This design comes from an exercise in tuning for small area, a short achievable clock period and few clock cycles on the open sky130 flow, not from production work. The RTL was checked by simulation tests, not by an equivalence proof against the original design. No activity file was given, so power comes from the tool's default toggle rates.

==> design.v <==
module hyb_encoder (
    input  wire        clk,
    input  wire        rst,
    input  wire [19:0] cfg_knee0,        
    input  wire [19:0] cfg_knee1,        
    input  wire [19:0] cfg_knee2,        
    input  wire [2:0]  cfg_log2_s,       
    input  wire [25:0] cfg_period_ns,    
    input  wire [4:0]  cfg_width,        
    input  wire        cfg_dither_en,    
    input  wire        cfg_colour_rot,   
    input  wire [1:0]  cfg_fc,           
    input  wire        in_valid,
    output reg         in_ready,
    input  wire [19:0] in_p,
    input  wire [3:0]  in_trim,          
    input  wire [1:0]  in_colour,
    input  wire        in_x0,            
    input  wire        in_y0,            
    output reg         out_valid,
    output reg  [7:0]  out_a,
    output reg  [16:0] out_h,
    output reg  [9:0]  lad_addr,         
    input  wire [19:0] lad_rdata
);
    localparam [2:0] S_EMPTY = 3'd0,     
                     S_FIRST = 3'd1,     
                     S_P     = 3'd2,     
                     S_N     = 3'd3,     
                     S_F     = 3'd4,     
                     S_DONE  = 3'd5;     
    wire [2:0] k_req = (cfg_log2_s == 3'd7) ? 3'd6 : cfg_log2_s;
    reg  [2:0] k_use;
    integer jx;
    always @(*) begin
        k_use = 3'd0;
        for (jx = 1; jx <= 6; jx = jx + 1)
            if (jx <= k_req && {6'd0, cfg_period_ns} >= (32'd130208 << jx))
                k_use = jx[2:0];
    end
    reg [2:0] k_r;            
    always @(posedge clk) k_r <= k_use;
    reg [19:0] kc_raw;
    always @(*) begin
        case (in_colour)
            2'd0:    kc_raw = cfg_knee0;
            2'd1:    kc_raw = cfg_knee1;
            default: kc_raw = cfg_knee2;
        endcase
    end
    wire [17:0] kc_in = (kc_raw < 20'h01000) ? 18'h01000 :
                        (kc_raw > 20'h30000) ? 18'h30000 : kc_raw[17:0];
    reg [1:0] m_dith;
    always @(*) begin
        case ({in_y0, in_x0})
            2'b00:   m_dith = 2'd0;
            2'b01:   m_dith = 2'd2;
            2'b10:   m_dith = 2'd3;
            default: m_dith = 2'd1;
        endcase
    end
    wire [1:0] cr     = cfg_colour_rot ? in_colour : 2'd0;
    wire [1:0] phi_in = cfg_dither_en ? (m_dith + cfg_fc + cr) : 2'd0;
    wire [4:0] width  = (cfg_width > 5'd16) ? 5'd16 : cfg_width;
    wire [6:0] wphi   = width * phi_in;
    wire [3:0] d_in   = wphi[5:2];                           
    wire [1:0] c_in   = cfg_dither_en ? phi_in : 2'd2;       
    reg ph;           
    reg acc_turn;     
    reg out_turn;     
    reg [2:0]  t_st;
    reg        t_live;        
    reg [19:0] t_p;
    reg [17:0] t_k;           
    reg [3:0]  t_trim;
    reg [3:0]  t_d;           
    reg [1:0]  t_c;           
    reg [1:0]  t_col;
    reg [7:0]  t_m;           
    reg [2:0]  t_b;
    reg [7:0]  t_j;           
    reg [7:0]  t_nmin;
    reg [7:0]  t_nhi;
    reg [19:0] t_lpa;         
    reg        t_lv;
    reg [2:0]  d_st;
    reg        d_live;
    reg [19:0] d_p;
    reg [17:0] d_k;           
    reg [3:0]  d_d;
    reg [1:0]  d_c;
    reg [1:0]  d_col;
    reg [7:0]  d_m;
    reg [2:0]  d_b;
    reg [7:0]  d_nmin;        
    reg [7:0]  d_nhi0;
    reg [7:0]  d_nmin1;       
    reg [7:0]  d_nhi;
    reg [19:0] d_lpa;         
    reg        d_lv;
    reg [3:0]  d_c1;          
    reg [3:0]  d_c2;          
    reg [1:0]  d_c3;          
    reg [1:0]  d_c4;          
    wire [7:0]  t_mask   = (8'd1 << t_b) - 8'd1;
    wire [7:0]  t_bit    = 8'd1 << t_b;
    wire [7:0]  t_probe  = t_m | t_mask;
    wire [7:0]  t_above  = t_m | t_bit;            
    wire        t_isp    = (t_st == S_P);
    wire [7:0]  t_nmin1  = t_isp ? ((t_above > t_nmin) ? t_above : t_nmin) : (t_j + 8'd1);
    wire [7:0]  t_nhi0   = t_isp ? ((t_probe < t_nhi) ? t_probe : t_nhi) : t_j;
    wire        bneg0 = t_trim[1];
    wire        bone0 = t_trim[0];
    wire        btwo0 = t_trim[1] & ~t_trim[0];
    wire        bneg1 = t_trim[3] & ~(t_trim[2] & t_trim[1]);
    wire        bone1 = t_trim[2] ^ t_trim[1];
    wire        btwo1 = (t_trim[3] & ~t_trim[2] & ~t_trim[1]) | (~t_trim[3] & t_trim[2] & t_trim[1]);
    wire [19:0] bm0   = ({20{bone0}} & {2'b0, t_k}) | ({20{btwo0}} & {1'b0, t_k, 1'b0});
    wire [19:0] bm1   = ({20{bone1}} & {2'b0, t_k}) | ({20{btwo1}} & {1'b0, t_k, 1'b0});
    wire [22:0] kx    = {t_k, 3'b0, bneg0 & bneg1, bneg0 ^ bneg1};
    wire [22:0] ky    = bneg0 ? ~{3'b0, bm0} : {3'b0, bm0};
    wire [22:0] kz    = bneg1 ? ~{1'b0, bm1, 2'b0} : {1'b0, bm1, 2'b0};
    wire [22:0] ks    = kx ^ ky ^ kz;
    wire [22:0] kcy   = {(kx[21:0] & ky[21:0]) | (kx[21:0] & kz[21:0]) | (ky[21:0] & kz[21:0]), 1'b0};
    wire [5:0]  klow  = {1'b0, ks[4:0]} + {1'b0, kcy[4:0]};
    wire [9:0]  t_pd0  = {2'b0, t_m} - {6'd0, t_d};           
    wire [9:0]  t_pd1  = {2'b0, t_m | 8'd1} - {6'd0, t_d};    
    wire [7:0]  t_top  = ~{4'd0, t_d};                        
    reg [3:0] c1, c2;
    reg [1:0] c3, c4;
    reg [7:0] nmin_t, nhi_t;
    reg       hi_le0, lo_gt0;
    integer tk_i;
    always @(*) begin
        for (tk_i = 0; tk_i < 2; tk_i = tk_i + 1) begin
            nmin_t = (tk_i == 1) ? t_nmin1 : t_nmin;
            nhi_t  = (tk_i == 1) ? t_nhi   : t_nhi0;
            c3[tk_i] = (nmin_t >= t_top);
            c4[tk_i] = (nmin_t == nhi_t);
            hi_le0 = !t_pd0[9] && ({2'b0, nhi_t} <= t_pd0);
            lo_gt0 = t_pd0[9] || ({2'b0, nmin_t} > t_pd0);
            c1[tk_i]     = (t_m == 8'd255) || hi_le0;
            c2[tk_i]     = lo_gt0;
            c1[2 + tk_i] = t_isp ? ((t_m == 8'd254) || hi_le0 || ({2'b0, nhi_t} == t_pd1))
                                 : c1[tk_i];
            c2[2 + tk_i] = t_isp ? (lo_gt0 && ({2'b0, nmin_t} != t_pd1)) : c2[tk_i];
        end
    end
    wire        id        = ph;
    wire        d_isfirst = (d_st == S_FIRST);
    wire        d_isempty = (d_st == S_EMPTY);
    wire        f_live    = d_isfirst && d_live;
    wire [19:0] cmp_p     = f_live ? in_p : d_p;
    wire [1:0]  cmp_col   = f_live ? in_colour : d_col;
    wire        ltp       = lad_rdata < cmp_p;
    wire        ltk       = lad_rdata < {2'b0, d_k};
    wire [7:0]  d_bit    = 8'd1 << d_b;
    wire [7:0]  d_mask1  = ((8'd1 << d_b) - 8'd1) >> 1;    
    wire [8:0]  d_x0     = {1'b0, d_nmin}  + (d_c4[0] ? {5'd0, d_d} : {1'b0, d_nhi0});
    wire [8:0]  d_x1     = {1'b0, d_nmin1} + (d_c4[1] ? {5'd0, d_d} : {1'b0, d_nhi});
    wire [7:0]  d_y0     = d_c4[0] ? d_x0[7:0] : d_x0[8:1];
    wire [7:0]  d_y1     = d_c4[1] ? d_x1[7:0] : d_x1[8:1];
    wire [17:0] k_sum    = d_k + d_lpa[17:0] + {17'd0, d_lpa[18]};
    wire dfree0, dfree1;
    wire can_hand = id ? dfree1 : dfree0;
    localparam integer NW = 1 + 3 + 8 + 3 + 8 + 8 + 8 + 1 + 1 + 8;
    function [NW-1:0] dstep;
        input tp;
        input tk;
        reg [7:0] m1, pa, nmin1, nhi1, y;
        reg       lv1, lsel, dec;
        begin
            dstep = {1'b0, S_EMPTY, d_m, d_b, 8'd0, d_nmin, d_nhi, d_lv, 1'b0, 8'd0};
            nmin1 = tk ? d_nmin1 : d_nmin;
            nhi1  = tk ? d_nhi   : d_nhi0;
            y     = tk ? d_y1 : d_y0;
            dec   = 1'b0;
            pa    = d_m;
            lv1   = d_lv;
            lsel  = 1'b0;
            case (d_st)
                S_FIRST: begin
                    m1    = tp ? 8'd128 : 8'd0;
                    dstep = {1'b0, S_P, m1, 3'd6, 8'd0, 8'd0, 8'd255, !tp, !tp, m1 | 8'd63};
                end
                S_P: begin
                    m1   = tp ? (d_m | d_bit) : d_m;
                    lv1  = d_lv | !tp;
                    lsel = !tp;
                    if (d_b != 3'd0)
                        dstep = {1'b0, S_P, m1, d_b - 3'd1, 8'd0, nmin1, nhi1, lv1, lsel,
                                 m1 | d_mask1};
                    else begin
                        dec = 1'b1;
                        pa  = m1;
                    end
                end
                S_N: dec = 1'b1;
                S_F:    dstep = {1'b1, S_DONE, d_m, d_b, 8'd0, d_nmin, d_nhi, d_lv, 1'b1, 8'd0};
                S_DONE: dstep = {1'b1, S_DONE, d_m, d_b, 8'd0, d_nmin, d_nhi, d_lv, 1'b0, 8'd0};
                default: ;
            endcase
            if (dec) begin
                if (d_c1[{tp, tk}]) begin
                    if (lv1)
                        dstep = {1'b1, S_DONE, pa, d_b, 8'd0, nmin1, nhi1, lv1, lsel, 8'd0};
                    else
                        dstep = {1'b0, S_F, pa, d_b, 8'd0, nmin1, nhi1, lv1, lsel, pa};
                end else if (d_c2[{tp, tk}] && d_c3[tk])
                    dstep = {1'b0, S_F, 8'd255, d_b, 8'd0, nmin1, nhi1, lv1, lsel, 8'd255};
                else if (d_c2[{tp, tk}] && d_c4[tk])
                    dstep = {1'b0, S_F, y, d_b, 8'd0, nmin1, nhi1, lv1, lsel, y};
                else
                    dstep = {1'b0, S_N, pa, d_b, y, nmin1, nhi1, lv1, lsel, y};
            end
        end
    endfunction
    wire [NW-1:0] nx00 = dstep(1'b0, 1'b0);
    wire [NW-1:0] nx01 = dstep(1'b0, 1'b1);
    wire [NW-1:0] nx10 = dstep(1'b1, 1'b0);
    wire [NW-1:0] nx11 = dstep(1'b1, 1'b1);
    wire [NW-1:0] nx   = ltp ? (ltk ? nx11 : nx10) : (ltk ? nx01 : nx00);
    wire       n_hand = nx[NW-1];
    wire [2:0] n_st   = nx[NW-2 -: 3];
    wire [7:0] n_m    = nx[NW-5 -: 8];
    wire [2:0] n_b    = nx[NW-13 -: 3];
    wire [7:0] n_j    = nx[NW-16 -: 8];
    wire [7:0] n_nmin = nx[NW-24 -: 8];
    wire [7:0] n_nhi  = nx[NW-32 -: 8];
    wire       n_lv   = nx[9];
    wire       n_lsel = nx[8];
    wire [7:0] n_addr = nx[7:0];
    wire [19:0] n_lpa = n_lsel ? lad_rdata : d_lpa;
    wire p_zero     = (cmp_p == 20'd0);
    wire first_zero = d_isfirst && p_zero;
    wire hand       = d_isfirst ? p_zero : n_hand;
    wire handoff    = hand && can_hand;
    wire acc_now    = d_isempty && in_ready && in_valid;
    wire acc_live   = f_live && in_valid;
    wire accept     = acc_now || acc_live;
    wire claim      = in_valid && (acc_turn == id) && !d_isfirst && !d_isempty && handoff;
    wire        h_zero = d_isfirst || (d_p == 20'd0);
    wire [19:0] h_p    = h_zero ? 20'd0 : d_p;
    wire [19:0] h_l    = h_zero ? 20'hFFFFF : n_lpa;
    wire [7:0]  h_a    = h_zero ? 8'd0 : n_m;
    wire [4:0]  h_cnt  = h_zero ? 5'd1 : (5'd13 + {2'd0, k_r});
    reg  [1:0]  dv_busy;
    reg  [1:0]  dv_rdy;
    reg  [1:0]  dv_init;
    reg  [9:0]  dv_cnt;
    reg  [39:0] dv_rem;
    reg  [39:0] dv_l;
    reg  [39:0] dv_q;
    reg  [15:0] dv_a;
    reg  [3:0]  dv_c;
    assign dfree0 = !dv_busy[0] && (!dv_rdy[0] || out_turn == 1'b0);
    assign dfree1 = !dv_busy[1] && (!dv_rdy[1] || out_turn == 1'b1);
    wire        o_rdy = dv_rdy[out_turn];
    wire [19:0] o_q   = out_turn ? dv_q[39:20] : dv_q[19:0];
    wire [7:0]  o_a   = out_turn ? dv_a[15:8]  : dv_a[7:0];
    wire [1:0]  o_c   = out_turn ? dv_c[3:2]   : dv_c[1:0];
    wire [19:0] o_sum = o_q + {17'd0, o_c, 1'b1};
    genvar g;
    generate
        for (g = 0; g < 2; g = g + 1) begin : dv
            wire [19:0] rem  = dv_rem[g*20 +: 20];
            wire [19:0] q    = dv_q[g*20 +: 20];
            wire [21:0] sub  = {1'b0, rem, 1'b0} - {2'b0, dv_l[g*20 +: 20]};
            wire        qb   = !sub[21];
            wire        wr   = (id == g) && (g == 0 ? dfree0 : dfree1);
            wire        last = dv_busy[g] && (dv_cnt[g*5 +: 5] == 5'd1);
            always @(posedge clk) begin
                if (wr) begin
                    dv_cnt[g*5 +: 5]   <= h_cnt;
                    dv_init[g]         <= 1'b1;
                    dv_rem[g*20 +: 20] <= h_p;
                    dv_l[g*20 +: 20]   <= h_l;
                    dv_a[g*8 +: 8]     <= h_a;
                    dv_c[g*2 +: 2]     <= d_c;
                end else if (dv_busy[g]) begin
                    dv_cnt[g*5 +: 5]   <= dv_cnt[g*5 +: 5] - 5'd1;
                    dv_init[g]         <= 1'b0;
                    dv_rem[g*20 +: 20] <= qb ? sub[19:0] : {rem[18:0], 1'b0};
                    dv_q[g*20 +: 20]   <= {dv_init[g] ? 19'd0 : q[18:0], qb};
                end
                if (rst)
                    dv_busy[g] <= 1'b0;
                else if (wr)
                    dv_busy[g] <= handoff;
                else if (last)
                    dv_busy[g] <= 1'b0;
                if (rst)
                    dv_rdy[g] <= 1'b0;
                else if (last)
                    dv_rdy[g] <= 1'b1;
                else if (out_turn == g)
                    dv_rdy[g] <= 1'b0;
            end
        end
    endgenerate
    always @(posedge clk) begin
        d_st    <= t_st;
        d_live  <= t_live;
        d_p     <= t_p;
        d_k     <= t_k;
        d_d     <= t_d;
        d_c     <= t_c;
        d_col   <= t_col;
        d_m     <= t_m;
        d_b     <= t_b;
        d_nmin  <= t_nmin;
        d_nhi0  <= t_nhi0;
        d_nmin1 <= t_nmin1;
        d_nhi   <= t_nhi;
        d_lpa   <= t_lpa;
        d_lv    <= t_lv;
        d_c1    <= c1;
        d_c2    <= c2;
        d_c3    <= c3;
        d_c4    <= c4;
        if (t_st == S_FIRST) begin
            d_k   <= ks[22:5];
            d_lpa <= {1'b0, klow[5], kcy[22:5]};
        end
        t_live <= 1'b0;
        t_p    <= d_p;
        t_k    <= d_k;
        t_trim <= in_trim;
        t_d    <= d_d;
        t_c    <= d_c;
        t_col  <= d_col;
        t_m    <= n_m;
        t_b    <= n_b;
        t_j    <= n_j;
        t_nmin <= n_nmin;
        t_nhi  <= n_nhi;
        t_lpa  <= n_lpa;
        t_lv   <= n_lv;
        lad_addr <= {cmp_col, n_addr};
        if (d_isfirst) begin
            t_k <= k_sum;
            if (d_live) begin
                t_p   <= in_p;
                t_d   <= d_in;
                t_c   <= c_in;
                t_col <= in_colour;
            end
        end
        if (acc_now || claim) begin
            t_st     <= S_FIRST;
            t_live   <= claim;
            t_p      <= in_p;
            t_k      <= kc_in;
            t_d      <= d_in;
            t_c      <= c_in;
            t_col    <= in_colour;
            lad_addr <= {in_colour, 8'd127};
        end else if (d_isfirst && d_live && !in_valid)
            t_st <= S_EMPTY;
        else if (handoff)
            t_st <= S_EMPTY;
        else if (d_isfirst && p_zero)
            t_st <= S_DONE;
        else
            t_st <= n_st;
        out_valid <= o_rdy;
        out_a     <= o_a;
        out_h     <= o_sum[19:3];
        if (o_rdy) out_turn <= ~out_turn;
        ph <= ~ph;
        if (accept) acc_turn <= ~acc_turn;
        in_ready <= (t_st == S_FIRST) ? t_live
                  : (t_st == S_EMPTY) && ((acc_turn ^ accept) != ph);
        if (rst) begin
            t_st      <= S_EMPTY;
            d_st      <= S_EMPTY;
            ph        <= 1'b0;
            acc_turn  <= 1'b0;
            out_turn  <= 1'b0;
            out_valid <= 1'b0;
            in_ready  <= 1'b0;
        end
    end
endmodule
==> run.sh <==
#!/bin/bash
# synth_recipe.tcl (not shown) runs the flow's synth.tcl, then flattens the netlist and writes it again
# the make line also repeats each setting of config.mk as NAME=value (left out here)
make -C /OpenROAD-flow-scripts/flow DESIGN_CONFIG=/design/flow/config.mk WORK_HOME=/design/flow/orfs CLKGATE_MAP_FILE= SYNTH_SCRIPT=/design/flow/synth_recipe.tcl finish
==> config.mk <==
export PLATFORM = sky130hd
export DESIGN_NAME = hyb_encoder
export DESIGN_NICKNAME = hyb_encoder
export VERILOG_FILES = /design/flow/design.v
export SDC_FILE = /design/flow/constraint.sdc
export NUM_CORES = 4
export LEC_CHECK = 0
export CAP_MARGIN = 20
export CORE_MARGIN = 2
export CORE_UTILIZATION = 40
export SLEW_MARGIN = 20
==> constraint.sdc <==
create_clock -name core_clock -period 10.0 [get_ports {clk}]
set_input_delay 2.0000 -clock core_clock [delete_from_list [all_inputs] [get_ports {clk}]]
set_output_delay 2.0000 -clock core_clock [all_outputs]
set_load 0.01 [all_outputs]
==> key figures, run 1 <==
Worst hold path
  • Worst hold path class: reg -> reg

Placed design
  • Placed cells: 3947
  • Placer Congestion: 0.983
  • IO Port Bufs: 179
  • Post-detail-place hpwl: 65700 um
  • Dpl ws: 2580 ps

Synthesis
  • Leading area contributor after synthesis: dfxtp_1
  • Post-Syn Area: 27100 um2
  • Synth area leaders: dfxtp_1 21%, edfxtp_1 17%, ha_1 9.1%
  • Asr flop ratio synth: 0%
  • Mapped Nets: 3381
  • Predominant post-synthesis flop cell: dfxtp_1
  • Syn avg cell area: 8.99 um2
  • Post-synth top area share: 21.1%
  • EDFF count, synth: 150
  • Yosys cell types: 84
  • Synth Register Bits: 435
  • Post-synthesis cell count: 3009
  • Synth warn: 1
  • Seq/Total Area, Yosys: 37.7%

Drt
  • DR DRC count: 0
  • Via density: 5.75
  • WL/cell: 21.5 um
  • Routed vias: 23200
  • Post-route ant nets: 0
  • Drt first-iter violations: 2131
  • Pre-Repair DR Iteration Count: 5
  • DRT Wirelength: 86800 um

GRT
  • GRT met2 Usage: 40.3%
  • Largest net degree at the start of global routing: 73
  • Global-route wire length before repair: 134000 um
  • GR met3 Demand/Resource: 3.50%
  • Total grt overflow: 0
  • Number of antenna violations at the first check in global routing: 5
  • Global-route layer with the greatest usage: met2
  • GR Layer Usage met1: 31.9%
  • Global Route Usage Sum: 24.2%
  • Number of global-route vias before repair: 22700

CTS
  • Resized cells post-CTS: 0
  • Post-CTS Setup Bufs: 0
  • H-tree depth: 2
  • CTS sink cnt: 435
  • Clock Tree Buf Depth: 3
  • Total CTS buffers: 48
  • Hold Buf Count CTS: 0
  • Clk slew on worst S/H paths: 70 ps
  • Root Buffer Master: clkbuf_16
  • CTS tree: built
  • Worst-Skew Late Latency: 600 ps

Worst setup path
  • Arrival @ worst endpoint: 7420 ps
  • Worst EP required: 10480 ps
  • Critical path capture point type: flip-flop
  • Worst path max stage delay: 860 ps
  • Slowest cell on crit path: and2_1
  • Startpoint types: primary input
  • CP Max Fanout: 38
  • Crit path cell chain: clkdlybuf4s50_1 -> mux2i_1 -> ha_1 -> and4_1 -> a221o_1 -> a221oi_1 -> and2_1 -> nor4_2 -> o311ai_4 -> buf_4 -> and2_1 -> buf_4 -> mux2_2
  • Worst Path Class, Setup: in -> reg

Status
  • Status: timing/DRC/antenna clean

Timing
  • Final Max Slew Viols: 0
  • Unrepaired setup endpoints after global routing: false
  • Tightest Pin Transition: 1060 ps
  • Setup TNS: 0 ps
  • Setup WS post-layout: 3060 ps
  • Final worst path period need: 6940 ps
  • Max Clk Rate: 144 MHz
  • Hold Vio Cnt, Final: 0
  • Slew HR: 28.9%
  • Setup violations, final: 0
  • Skew final: 20.7 ps
  • Final worst-path cycle share: 69.4%

Job
  • Max_cap viols: 0

Floorplan
  • Core Rows: 95
  • DIE HEIGHT: 264 um
  • Die W: 264 um
  • Core ar.: 67000 um2
  • IO Pins: 186
  • Starting Density: 40.4%
  • Total die area: 69700 um2

Final layout
  • # fillers: 6369
  • Final net count: 3496
  • Syn-to-layout area delta: 15.9%
  • Layout cell share with drive strength beyond 1: 7.33%
  • Final core utilization: 46.8%
  • Layout Cells excl Fill: 4037

Power
  • Pleak: 12.7 nW
  • Peak VDD IR: 0.168 mV
  • Pwr Density: 294 nW/um2
layout make-up:
class	count	area, um2	area share, %
tap	873	1090	3.48
multi-input combinational	2274	15700	50.2
sequential	435	10200	32.6
clock inverter	26	273	0.870
antenna	1	2.50	0.00798
clock buffer	63	1420	4.54
timing repair buffer	213	2050	6.53
inverter	152	571	1.82
worst max-delay path, delay by kind of cell:
kind | cells | cell delay [ps]
fa+ha+maj | 1 | 330
compound gates | 3 | 1200
buf+inv | 3 | 1430
simple gates | 4 | 1640
mux | 2 | 790
layout by cell type, fill, tap and decap left out, drive strengths merged, types with 78 or more instances in the layout:
cell type / count
a21oi: 270
clkdlybuf4s50: 179
dfxtp: 285
edfxtp: 150
ha: 196
inv: 153
mux2i: 99
nand2: 330
nand3: 81
nor2: 190
nor2b: 78
o21ai: 168
xnor2: 115
cells by family (layout without fill, tap and decap cells):
| logic type | count (synthesis) | count (layout) | share of synthesized area (%) |
|---|---|---|---|
| adders and majority gates | 224 | 224 | 11.1 |
| DFF | 435 | 435 | 37.7 |
| AOI/OAI and AO/OA | 795 | 795 | 18.7 |
| muxes | 169 | 169 | 6.58 |
| buffers and inverters | 300 | 454 | 4.32 |
| and+or+nand+nor | 910 | 910 | 15.9 |
| xor gates and xnor gates | 176 | 176 | 5.70 |
| other | 0 | 1 | 0 |
per-stage QoR:
step                instance area, um2  hold slack (ps)  power, mW
floorplan                        27100              310       5.93
global placement                 29600              310       7.14
detailed placement               29600              312       7.26
CTS                              31300              322       9.20
global route                     31400              328       9.85
finish                           31400              317       9.23
per-layer routing:
metal  share of wire [%]  up-vias
met5               0.031        -
li1                    -    11000
met2                  47      852
met3                 6.3      180
met1                  44    11100
met4                 3.5        4
Yosys cell counts (61+ instances only):
cell / number
a21oi_1: 268
clkbuf_1: 121
dfxtp_1: 285
edfxtp_1: 150
ha_1: 196
inv_1: 149
mux2_2: 69
mux2i_1: 99
nand2_1: 330
nand3_1: 81
nor2_1: 190
nor2b_1: 78
nor3_1: 61
o21ai_0: 164
xnor2_1: 115
xor2_1: 61
where the power goes:
| part | switching, mW | internal [mW] |
|---|---|---|
| logic | 2.56 | 1.85 |
| registers | 0.521 | 2.40 |
| clock network | 0.759 | 1.13 |
path summary, 6_finish.rpt:
path	slack, ps	endpoint	cells past startpoint	from
max reg2reg	3570	t_k[17]	14	d_st[0]
min reg2reg	320	d_p[18]	0	t_p[18]
max	3060	t_k[17]	13	in_p[15]
min	320	d_p[18]	0	t_p[18]
registers in the layout (all words and copies together), names as in the netlist, 8 cells and up:
register and cells:
t_p 20, dv_q 40, t_k 18, d_k 18
dv_cnt 10, d_p 20, t_nmin 8, dv_a 16
dv_l 40, t_j 8, out_h 17, d_m 8
t_lpa 20, d_nhi0 8, t_nhi 8, d_nhi 8
d_lpa 20, d_nmin1 8, t_m 8, dv_rem 40
out_a 8, d_nmin 8, lad_addr 10
Testbench counts, summed over its fixed seeds: cycles 42,441.
==> run 2, diff against run 1 <==
--- a/config.mk
+++ b/config.mk
@@ -8,4 +8,5 @@
 export CAP_MARGIN = 20
 export CORE_MARGIN = 2
 export CORE_UTILIZATION = 40
+export SETUP_SLACK_MARGIN = 5
 export SLEW_MARGIN = 20
==> run 2 against run 1 <==
Compared with the run above:
- sequential cell count stayed put
- combinational power is 9.1% higher
- cell area is 2.5% higher
- worst hold slack better by 3.0 ps
- first-iteration DRC count is 7.7% lower
- die area stayed put
- global-route usage is 1.3 points higher
- synthesized cell count stayed put
- power is 1.8% higher
- critical path type unchanged
==> key figures, run 2 <==
Status
  • Status: timing/DRC/antenna clean (unchanged)

Worst setup path
  • Worst EP required: 10330 ps (was 10480 ps)
  • CP Max Fanout: 5 (was 38)
  • Arrival @ worst endpoint: 5340 ps (was 7420 ps)
  • Startpoint types: primary input (unchanged)
  • Critical path capture point type: flip-flop (unchanged)
  • Worst Path Class, Setup: in -> reg (unchanged)

Synthesis
  • Commonest cells in the synthesized netlist: 330 x nand2_1, 285 x dfxtp_1, 268 x a21oi_1 (unchanged)
  • Asr flop ratio synth: 0% (unchanged)
  • Post-synth top area share: 21.1% (unchanged)
  • Leading area contributor after synthesis: dfxtp_1 (unchanged)
  • Count leader, synth: nand2_1 (unchanged)
  • Synth area leaders: dfxtp_1 21%, edfxtp_1 17%, ha_1 9.1% (unchanged)
  • Syn avg cell area: 8.99 um2 (unchanged)
  • Synth Register Bits: 435 (unchanged)
  • Synth warn: 1 (unchanged)
  • Post-synthesis cell count: 3009 (unchanged)
  • Seq/Total Area, Yosys: 37.7% (unchanged)
  • EDFF count, synth: 150 (unchanged)
  • Mapped Nets: 3381 (unchanged)
  • Predominant post-synthesis flop cell: dfxtp_1 (unchanged)
  • Yosys cell types: 84 (unchanged)
  • Post-Syn Area: 27100 um2 (unchanged)

Timing
  • Final worst-path cycle share: 50.2% (was 69.4%)
  • Final worst path period need: 5020 ps (was 6940 ps)
  • Final Max Slew Viols: 0 (unchanged)
  • Max Clk Rate: 199 MHz (was 144 MHz)
  • Hold Vio Cnt, Final: 0 (unchanged)
  • Tightest Pin Transition: 1220 ps (was 1060 ps)
  • Unrepaired setup endpoints after global routing: false (unchanged)
  • Final hold slack: 320 ps (was 317 ps)
  • Setup WS post-layout: 4980 ps (was 3060 ps)
  • Slew HR: 18.2% (was 28.9%)
  • Setup TNS: 0 ps (unchanged)
  • Skew final: 22.7 ps (was 20.7 ps)
  • Setup violations, final: 0 (unchanged)

Floorplan
  • DIE HEIGHT: 264 um (unchanged)
  • Total die area: 69700 um2 (unchanged)
  • Starting Density: 40.4% (unchanged)
  • Core ar.: 67000 um2 (unchanged)
  • Core Rows: 95 (unchanged)
  • IO Pins: 186 (unchanged)
  • Die W: 264 um (unchanged)

Final layout
  • Most frequent cells in the layout: 327 x nand2_1, 279 x dfxtp_1, 263 x a21oi_1, 192 x ha_1, 188 x nor2_1 (was 329 x nand2_1, 284 x dfxtp_1, 268 x a21oi_1, 196 x ha_1, 189 x nor2_1)
  • Regs by FF count: dv_l: 40 flops, dv_q: 40 flops, dv_rem: 40 flops (unchanged)
  • Finished Cell Area: 32100 um2 (was 31400 um2)
  • Layout cell share with drive strength beyond 1: 10.7% (was 7.33%)
  • Final net count: 3549 (was 3496)
  • Syn-to-layout area delta: 18.8% (was 15.9%)
  • Commonest non-fill, non-tap cell in the layout: nand2_1 (unchanged)
  • N_diodes: 0 (was 1)

Drt
  • Pre-Repair DR Iteration Count: 6 (was 5)
  • DR DRC count: 0 (unchanged)
  • Drt first-iter violations: 1966 (was 2131)
  • Via density: 5.79 (was 5.75)
  • Post-route ant nets: 0 (unchanged)
  • WL/cell: 22.4 um (was 21.5 um)
  • Routed vias: 23700 (was 23200)
  • DRT Wirelength: 91600 um (was 86800 um)

Placed design
  • Post-detail-place hpwl: 66900 um (was 65700 um)
  • DP Area: 29700 um2 (was 29600 um2)
  • IO Port Bufs: 179 (unchanged)
  • Dpl ws: 2470 ps (was 2580 ps)
  • Placer Congestion: 0.966 (was 0.983)

CTS
  • Root Buffer Master: clkbuf_16 (unchanged)
  • Hold Buf Count CTS: 0 (unchanged)
  • H-tree depth: 2 (unchanged)
  • Clock Tree Buf Depth: 3 (unchanged)
  • Total CTS buffers: 46 (was 48)
  • Worst-Skew Late Latency: 600 ps (about the same)
  • Clk slew on worst S/H paths: 60 ps (was 70 ps)
  • CTS sink cnt: 435 (unchanged)
  • CTS tree: built (unchanged)

GRT
  • Total grt overflow: 0 (unchanged)
  • Global-route wire length before repair: 140000 um (was 134000 um)
  • Global Route Usage Sum: 25.5% (was 24.2%)
  • Number of global-route vias before repair: 23700 (was 22700)
  • Largest net degree at the start of global routing: 73 (unchanged)
  • Number of antenna violations at the first check in global routing: 0 (was 5)

Power
  • Peak VDD IR: 0.209 mV (was 0.168 mV)
  • Pwr Density: 292 nW/um2 (was 294 nW/um2)
  • Pleak: 13.1 nW (was 12.7 nW)

Job
  • Max_cap viols: 0 (unchanged)

Worst hold path
  • Worst hold path class: reg -> reg (unchanged)
run 2: critical path, stage by stage:
cell and delay [ps]:
dlygate4sd2_1 310, mux2i_2 270, ha_1 300, and4_1 180
a221o_1 390, a221oi_4 320, a211oi_2 120, a211o_2 390
o21ai_4 90, buf_6 140, buf_16 130, mux2_4 330
a311o_1 380
run 2: final timing paths:
check	slack [ps]	endpoint	startpoint	depth (start not counted)
max reg2reg	5120	d_c1[2]	t_b[1]	21
max	4980	dv_l[37]	in_p[16]	13
min	320	d_col[1]	t_col[1]	0
min reg2reg	320	d_col[1]	t_col[1]	0
run 2: final cells by class:
type | count | area, um2
fillers | 6322 | 34900
clock inverters | 22 | 141
well taps | 873 | 1090
clock buffers | 63 | 1310
multi-input cells | 2279 | 16300
repair buffers | 263 | 2540
flip-flops and latches | 435 | 10200
inverters | 152 | 571
run 2: timing repair:
| item | 4_1_cts | 5_1_grt |
|---|---|---|
| resized for setup | 101 | 66 |
| pin swaps | 21 | 24 |
| hold endpoints to repair | 0 | 0 |
| setup buffers | 32 | 14 |
| setup endpoints to repair | 175 | 110 |
| gates cloned | 6 | 3 |
run 2: power by group:
part | internal, mW | switching, mW | total, mW
clock | 0.922 | 0.745 | 1.67
sequential | 2.40 | 0.511 | 2.91
combinational | 2.04 | 2.78 | 4.81
total | 5.36 | 4.03 | 9.39
run 2: layer usage:
layer  routed length, um  part of all wire, %  vias to the layer above  GRT usage [%]
met5                   0                    0                        -              0
met4                4750                  5.2                        0           11.9
met3                5140                  5.6                      218           3.58
met2               43300                   47                      858           43.5
met1               38500                   42                    11400           32.0
li1                    -                    -                    11200              -
run 2: kinds of logic after synthesis:
family | Yosys count | synth area share, %
simple gates | 910 | 15.9
flops | 435 | 37.7
compound gates | 795 | 18.7
fa+ha+maj | 224 | 11.1
mux | 169 | 6.58
xor+xnor | 176 | 5.70
buf+inv | 300 | 4.32
run 2: through the flow:
stage               cells  util (%)  power (mW)
floorplan            3009         -        5.93
CTS                  4070      47.4        9.24
detailed placement   3947      44.2        7.33
finish               4087      47.9        9.39
global route         4087      47.9        10.0
global placement     3947      44.2        7.21

[afterwards: timing with drivers on the ports]
No port has a modelled driver above. Below, the same layouts with a new extraction and two added sets of constraints. Step 1: set_driving_cell puts a clkbuf_16 on clk and a buf_2 on each other input, an assumption about the parent block. Step 2 moves the port delays by t, midway between the first and last clock arrival at a register: inputs arrive t later, outputs are due t later. That takes back most of the time a late clock gives input paths. Three values: ideal, step 1, step 2; two values: the first two.
run	t (ns)	setup slack, ns	hold WS [ns]
run 1	0.653	3.060 / 3.095 / 2.441	0.317 / 0.317 / 0.317
run 2	0.650	4.981 / 5.022 / 4.372	0.320 / 0.320 / 0.320
After both steps every run listed still meets setup and hold. For run 1, which loses most, drivers alone change the setup slack by +0.035 ns; drivers and shift together by -0.619 ns.
